Background: an optimization exercise with open tools, aiming at small area, a short achievable clock period and few clock cycles per item. Do not read the settings as production practice. At most, simulation tests tie the RTL to the original design; equivalence was not proved.

== trial 74 ==
## aes_core
module aes_core (
    input  wire         clk,
    input  wire         rst,          
    input  wire         key_load,     
    input  wire         key_len256,   
    input  wire [255:0] key_in,
    input  wire         start,        
    input  wire         decrypt,      
    input  wire [127:0] din,
    output wire         ready,
    output reg          done,         
    output wire [127:0] dout
);
Size: about 11000 cells after synthesis, about 110000 um2 of cells after synthesis.
==> flow/config.mk <==
export PLATFORM = sky130hd
export DESIGN_NAME = aes_core
export DESIGN_NICKNAME = aes_core
export VERILOG_FILES = /design/flow/design.v
export SDC_FILE = /design/flow/constraint.sdc
export NUM_CORES = 8
export LEC_CHECK = 0
export CAP_MARGIN = 30
export CORE_MARGIN = 2
export CORE_UTILIZATION = 50
export SLEW_MARGIN = 30
==> flow/constraint.sdc <==
create_clock -name core_clock -period 12.0 [get_ports {clk}]
set_input_delay 2.4000 -clock core_clock [delete_from_list [all_inputs] [get_ports {clk}]]
set_output_delay 2.4000 -clock core_clock [all_outputs]
set_load 0.01 [all_outputs]
standard.sh (not shown) runs the stock make flow with config.mk's settings and CLKGATE_MAP_FILE= SYNTH_SCRIPT=/design/flow/synth_recipe.tcl, a recipe that flattens the netlist after the stock synthesis.
==> flow/flow/run.sh <==
#!/bin/bash
# Layout flow: the standard flow (standard synthesis, floorplan, placement,
# CTS, routing) unchanged, except that timing repair aims for a setup slack of
# SETUP_SLACK_MARGIN ns (from flow/margin) instead of 0 against the 12 ns clock,
# so that the tools size and buffer the design for a shorter period.
set -euo pipefail
MARGIN=$(cat flow/margin)
echo "setup margin $MARGIN" > run.log
bash standard.sh SETUP_SLACK_MARGIN="$MARGIN" finish > standard.log 2>&1
echo "done" >> run.log
==> flow/flow/margin <==
8
What trial 73 does differently from trial 74 at the input level:
diff --git a/flow/design.v b/flow/design.v
--- a/flow/design.v
+++ b/flow/design.v
@@ -156,17 +156,25 @@
     assign yf[7] = L6 ^ L24;
     assign yf[6] = ~(L16 ^ L26);
     assign yf[5] = ~(L19 ^ L28);
     assign yf[4] = L6 ^ L21;
     assign yf[3] = L20 ^ L22;
     assign yf[2] = L25 ^ L29;
     assign yf[1] = ~(L13 ^ L27);
     assign yf[0] = ~(L6 ^ L23);
-    wire [7:0] yi = {yf[6:0], yf[7]} ^ {yf[4:0], yf[7:5]} ^ {yf[1:0], yf[7:2]} ^ 8'h05 ^ k;
+    wire [7:0] yi;
+    assign yi[7] = M49 ^ M51 ^ M52 ^ M54 ^ M58 ^ M59 ^ M61 ^ M62 ^ k[7];
+    assign yi[6] = M47 ^ M48 ^ M49 ^ M50 ^ M52 ^ M54 ^ M55 ^ M56 ^ M59 ^ M60 ^ M61 ^ M63 ^ k[6];
+    assign yi[5] = M47 ^ M48 ^ M49 ^ M50 ^ M52 ^ M54 ^ M56 ^ M57 ^ M58 ^ M60 ^ M61 ^ M62 ^ k[5];
+    assign yi[4] = M46 ^ M48 ^ M52 ^ M54 ^ M58 ^ M59 ^ M61 ^ M62 ^ k[4];
+    assign yi[3] = M46 ^ M48 ^ M50 ^ M51 ^ M52 ^ M53 ^ M56 ^ M57 ^ M58 ^ M59 ^ M61 ^ M63 ^ k[3];
+    assign yi[2] = M46 ^ M47 ^ M50 ^ M51 ^ M52 ^ M54 ^ M58 ^ M59 ^ M61 ^ M62 ^ k[2];
+    assign yi[1] = M49 ^ M50 ^ M52 ^ M53 ^ M58 ^ M59 ^ M61 ^ M62 ^ k[1];
+    assign yi[0] = M55 ^ M57 ^ M61 ^ M63 ^ k[0];
     assign y = dec ? yi : yf;
 endmodule
 module aes_sbox_f_a (
     input  wire [7:0]  a,
     output wire [17:0] m
 );
     wire M1, M2, M3, M4, M5, M6, M7, M8, M9, M10, M11, M12, M13, M14, M15, M16, M17, M18, M19, M20, M21, M22, M23, M24, M25, M26, M27, M28, M29, M30, M31, M32, M33, M34, M35, M36, M37, M38, M39, M40, M41, M42, M43, M44, M45, M46, M47, M48, M49, M50, M51, M52, M53, M54, M55, M56, M57, M58, M59, M60, M61, M62, M63, T1, T2, T3, T4, T5, T6, T7, T8, T9, T10, T11, T12, T13, T14, T15, T16, T17, T18, T19, T20, T21, T22, T23, T24, T25, T26, T27, U0, U1, U2, U3, U4, U5, U6, U7;
     wire [7:0] u = a;
@@ -482,17 +490,17 @@
     wire expdone  = fin && x1;                   
     wire prepdone = v1 && p1;                    
     wire park     = sreg && dreg && !kl_valid;   
     wire acc_k    = key_load && ready_r && !rst;
     wire acc_s    = start && ready_r && !rst;
     wire clr_cap  = acc_k || park;
     wire capture  = res && !d1 && c1 && !clr_cap;
     wire [255:0] kl_new = {w1[127:0], w1[255:128]};
-    wire [255:0] wnew = (dreg && kl_valid) ? klast : k0;    
+    wire [255:0] wnew = (dreg && kl_valid) ? klast : k0;
     reg          v0n, d0n, k0n, x0n, p0n, c0n;
     reg  [3:0]   r0n;
     always @(*) begin
         if (sreg) begin
             v0n = 1'b1; d0n = dreg; k0n = cur_k256; x0n = park; p0n = 1'b0;
             c0n = !dreg && !kl_valid && !acc_k; r0n = 4'd0;
         end else if (preg) begin
             v0n = 1'b1; d0n = 1'b0; k0n = 1'b0; x0n = 1'b0; p0n = 1'b1;
@@ -516,17 +524,17 @@
     wire pend_n      = (v0n && x0n) || (v1n && x0);
     wire park_n      = sregn && decrypt && !klvn;
     wire prep_n      = pregn || (v0n && p0n);
     wire order_n     = v1n && !l_next && (k2560 != k256n);
     always @(posedge clk) begin
         sreg    <= sregn;
         sregc   <= {(start && ready_r) || rst, start && ready_r, (start && ready_r && !key_load) || rst};
         preg    <= pregn;
-        dreg    <= decrypt && start && ready_r;
+        dreg    <= decrypt;
         din_r   <= din;
         ready_r <= slotfree_n && !pend_n && !park_n && !prep_n && !order_n;
         if (acc_k) begin
             k0       <= key_len256 ? key_in : {key_in[255:128], key_in[255:128]};
             cur_k256 <= key_len256;
         end else if (prepdone) begin
             k0[127:0] <= kn;
         end
@@ -558,25 +566,31 @@
         c0     <= c0n;
         r0     <= r0n;
         if (sregc[2])
             s0 <= din_r ^ wnew[255:128];
         else if (expdone)
             s0 <= klast[127:0] ^ rk;
         else
             s0 <= y;
-        if (sregc[1] || preg)
+        if (sregc[1])
             w0[255:128] <= wnew[255:128];
+        else if (preg)
+            w0[255:128] <= k0[255:128];
+        else if (expdone)
+            w0[255:128] <= kl_new[255:128];
         else
-            w0[255:128] <= w1[127:0];
-        if (sregc[0] || preg)
+            w0[255:128] <= wn[255:128];
+        if (sregc[0])
             w0[127:0] <= wnew[127:0];
+        else if (preg)
+            w0[127:0] <= k0[127:0];
         else if (expdone)
-            w0[127:0] <= w1[255:128];
+            w0[127:0] <= kl_new[127:0];
         else
-            w0[127:0] <= kn;
+            w0[127:0] <= wn[127:0];
         if (park) begin
             klast[127:0] <= din_r;
         end else if (capture || expdone) begin
             klast <= kl_new;
         end
     end
 endmodule
Findings:
The final layout from trial 73, which completed every stage, passed the timing, DRC and antenna checks at the end of the flow. The standard cells in trial 73 occupy less silicon area than those in trial 74 do. The higher post-cts repair resize count of trial 73 and trial 74 is in trial 74. On global-route total usage across every layer: between trial 73 and trial 74, it ends up higher for trial 74. Looking at critical-path cell with the highest stage delay, the sky130_fd_sc_hd__xnor3_2 result is from trial 73; the sky130_fd_sc_hd__xnor3_1 one comes from trial 74. Taking trial 74 as the reference, in trial 73 synthesized cell count higher, wire length higher, remaining antenna violation count roughly the same, vertical die dimension higher. Trial 73 ends up with a routing usage on met3 that is 2.0 points higher than in trial 74. From trial 74 to trial 73 the numbers moved as follows: number of setup buffers added after CTS now smaller.
Testbench counts of trial 73, summed over its fixed seeds: cycles 10,301, blocks 768.
For trial 74, only the layout was checked, not whether the RTL still works.

==> separate check: timing with driven ports <==
The results above use ideal ports. As a check the final layouts listed here were re-extracted and re-timed, cells and wires unchanged. Step 1 (the two cells are an assumption about what drives the block):
set clk [get_ports {clk}]
set_driving_cell -lib_cell sky130_fd_sc_hd__clkbuf_16 $clk
set_driving_cell -lib_cell sky130_fd_sc_hd__buf_2 [delete_from_list [all_inputs] $clk]
Step 2 adds t to the input delays and takes it off the output delays; t is the mean of the earliest and latest rising clock arrival at the registers after step 1. Input paths then give back, and output paths get back, about the clock's delay inside the block. a / b / c = ideal ports / drivers / drivers and shift; a / b = the first two.
| run | t, ns | setup WS [ns] | clock arrival spread, ns | worst register clock-pin slew, ns | worst data-port slew with drivers (ns) |
|---|---|---|---|---|---|
| trial 74 | 0.979 | 7.665 / 7.665 / 7.085 | 0.076 / 0.076 | 0.07 / 0.07 | 0.13 |
| trial 73 | 0.982 | 7.923 / 7.920 / 7.043 | 0.088 / 0.089 | 0.07 / 0.07 | 0.15 |
After both steps every run listed still meets setup and hold. For trial 73, which loses most, drivers alone change the setup slack by -0.003 ns; drivers and shift together by -0.880 ns.
